Context: an optimization exercise on an open-source flow, tuned for small area, a short achievable clock period and few clock cycles per item. The choices shown serve that exercise and are no tape-out recipe.
Power is estimated from default activity; no workload was simulated.

==> fjord <==
==> flow/design.v (excerpt) <==
module dec_seq (
    input  wire         clk,
    input  wire         rst,
    input  wire         req_valid,
    output wire         req_ready,
    input  wire [2:0]   req_op,
    input  wire [127:0] req_a,
    input  wire [63:0]  req_b,
    output wire         resp_valid,
    output wire         resp_exc,
    output wire         resp_dov,
    output wire [127:0] resp_data
);
    integer k, l, j, m;
    wire op_chk = req_op[1];
    wire op_w   = req_op[2];
    wire [3:0] a_s = req_a[3:0];
    wire [3:0] b_s = req_b[3:0];
    wire in_sa  = (a_s == 4'hD);
    wire in_es  = in_sa ^ (b_s == 4'hD) ^ req_op[0];        
    wire a_sign_bad = !(a_s[3] & a_s[2] & (a_s[0] | ~a_s[1]));
    reg in_bbad;
    always @* begin
        in_bbad = !(b_s[3] & b_s[2] & (b_s[0] | ~b_s[1]));
        for (k = 1; k < 16; k = k + 1)
            in_bbad = in_bbad | (req_b[4*k+3] & (req_b[4*k+2] | req_b[4*k+1]));
    end
    reg [31:0] a_bad;
    always @* begin
        a_bad[0] = a_sign_bad;
        for (k = 1; k < 32; k = k + 1)
            a_bad[k] = (k < 16 || op_w) && req_a[4*k+3] && (req_a[4*k+2] || req_a[4*k+1]);
    end
    wire a_dig_bad = |a_bad[31:1];
    wire a_is_bad  = a_sign_bad | a_dig_bad;
    reg [4:0] pe_idx [0:5][0:31];
    reg       pe_any [0:5][0:31];
    always @* begin
        for (j = 0; j < 32; j = j + 1) begin
            pe_any[0][j] = a_bad[j];
            pe_idx[0][j] = 5'd0;
        end
        for (l = 1; l < 6; l = l + 1)
            for (j = 0; j < 32; j = j + 1)
                if (j < (32 >> l)) begin
                    pe_any[l][j] = pe_any[l-1][2*j] | pe_any[l-1][2*j+1];
                    pe_idx[l][j] = pe_any[l-1][2*j] ? pe_idx[l-1][2*j]
                                                    : (pe_idx[l-1][2*j+1] | (5'd1 << (l-1)));
  ...
export LEC_CHECK = 0
export CAP_MARGIN = 20
export CORE_MARGIN = 2
export CORE_UTILIZATION = 40
export SLEW_MARGIN = 20
create_clock -name core_clock -period 15.0 [get_ports {clk}]
run.sh (not shown) runs the stock make flow with config.mk's settings and CLKGATE_MAP_FILE= SYNTH_SCRIPT=/design/flow/synth_recipe.tcl, a recipe that flattens the netlist after the stock synthesis.
==> onyx: changes against fjord <==
--- a/flow/design.v
+++ b/flow/design.v
@@ -174,15 +174,18 @@
         end
     endfunction
     reg [123:0] mag;
     reg         cin;
     always @* begin
         for (k = 0; k < 31; k = k + 1) begin
             cin = (k == 0) ? eac : (GG[k-1] | (PP[k-1] & eac));
-            mag[4*k +: 4] = (k < 15 || w1) ? dig_out(sd[4*k +: 4], cin, flip) : 4'd0;
+            if (k < 15)
+                mag[4*k +: 4] = dig_out(sd[4*k +: 4], cin, flip);
+            else     
+                mag[4*k +: 4] = (w1 && !flip) ? dig_out(sd[4*k +: 4], cin, 1'b0) : 4'd0;
         end
     end
     wire zero   = es1 ? pall : zadd1;
     wire s_fin  = !zero & (sa1 ^ flip);
     wire [127:0] data_n = chk1 ? {120'd0, chk1r} : {mag, 3'b110, s_fin};
     wire         exc_n  = !chk1 & (chk1r[7] | bbad1);
     wire         dov_n  = !chk1 & !es1 & cout;
==> flow/flow/run.sh (new file) <==
#!/bin/bash
# Standard ORFS layout, with timing repair aimed below the clock period:
# repair_timing keeps SETUP_SLACK_MARGIN ns of setup slack where it can.
set -euo pipefail
MARGIN=$(cat flow/margin.txt)
bash standard.sh SETUP_SLACK_MARGIN=$MARGIN finish > standard_flow.log 2>&1
==> flow/flow/margin.txt (new file) <==
10
==> flow/standard.sh (new file) <==
#!/bin/bash
# synth_recipe.tcl (not shown) runs the flow's synth.tcl, then flattens the netlist and writes it again
# the make line also repeats each setting of config.mk as NAME=value (left out here)
make -C /OpenROAD-flow-scripts/flow DESIGN_CONFIG=/design/flow/config.mk WORK_HOME=/design/flow/orfs CLKGATE_MAP_FILE= SYNTH_SCRIPT=/design/flow/synth_recipe.tcl "${@:-finish}"
removed: flow/run.sh
==> metrics.md <==
| Metric | Value |
|---|---|
| Sw frac | `35.73%` |
| Synth top area share | `31.96%` |
| Chip width | `215.3 µm` |
| Post-CTS Resized | `0` |
| Multi-input logic cell count | `1567` |
| RePlAce Congestion | `0.9157` |
| Setup Buffers After CTS | `0` |
| Outcome | `complete, no violations` |
| GR Util met2 | `41.83%` |
| Simple-Gate Fraction of Synth Area | `19.90%` |
| Num CTS Buffers | `35` |
| Met1 wire length | `28120 µm` |
| Combinational power | `1.11 mW` |
| Die ar. | `0.04633 mm²` |
| Crit path cell chain | `clkdlybuf4s50_1 > nand4b_1 > xnor2_1 > xnor2_2 > buf_4 > xnor2_1 > ha_1 > inv_1 > fa_1 > fa_1 > fa_1 > xor2_1 > nor3_1 > nor2_1 > a21oi_1 > o2111ai_1 > a2111oi_0 > nand4_1 > a21oi_1` |
| Via density | `5.727` |
| Fraction of area in multi-input gates | `48.89%` |
the above is filed under fjord

==> metrics.md <==
| Metric | Value |
|---|---|
| Outcome | `complete, no violations` |
| Sw frac | `35.69%` |
| RePlAce Congestion | `0.8918` |
| Top cell type by total area after synthesis | `dfxtp_1` |
| Met3 WL | `5048 µm` |
| Crit path cell chain | `buf_8 > clkinv_8 > nand4_1 > xnor2_2 > xnor2_4 > buf_12 > buf_12 > xnor2_2 > ha_2 > inv_2 > fa_2 > fa_2 > fa_2 > nor2b_1 > o41ai_2 > o221ai_1 > nor4_1 > o211ai_1 > a2111oi_2 > o21ai_1 > a2111oi_2` |
| Die height | `213.1 µm` |
| Combinational power | `1.29 mW` |
| Setup Buffers After CTS | `31` |
| Post-CTS Resized | `93` |
| Met1 wire length | `30190 µm` |
| Via density | `5.806` |
| Fraction of area in multi-input gates | `47.97%` |
| Num CTS Buffers | `31` |
| GR Util met2 | `43.03%` |
| Critical path required time | `15.49 ns` |
| Simple-Gate Fraction of Synth Area | `20.94%` |
| Hold_ws | `0.4338 ns` |
| Synth top area share | `32.64%` |
| Die ar. | `0.04539 mm²` |
the above is filed under onyx

No run of this note included a check of the RTL's function; only the layout flow was run.

static timing again, ports no longer ideal:
In the flow no input, the clock included, has a driving cell. The finished layouts below were timed again as built, in two steps. Step 1 sets driving cells, clkbuf_16 on the clock port and buf_2 on the other inputs (assumed; they add their load-dependent delay and slew). Step 2 times the ports against the registers' clock, not the clock port: input delays grow and output delays shrink by t, the midpoint of the rising clock arrivals with the driver on. Slacks: ideal / step 1 / step 2; pairs: ideal / step 1.
| run | t (ns) | setup WS [ns] | latest minus earliest clock arrival (ns) | cell pins on the clock port's net |
|---|---|---|---|---|
| fjord | 0.578 | 7.613 / 7.642 / 7.064 | 0.034 / 0.034 | 1 |
| onyx | 0.630 | 8.127 / 8.141 / 7.511 | 0.012 / 0.012 | 1 |
After both steps every run listed still meets setup and hold. For onyx, which loses most, drivers alone change the setup slack by +0.014 ns; drivers and shift together by -0.616 ns.
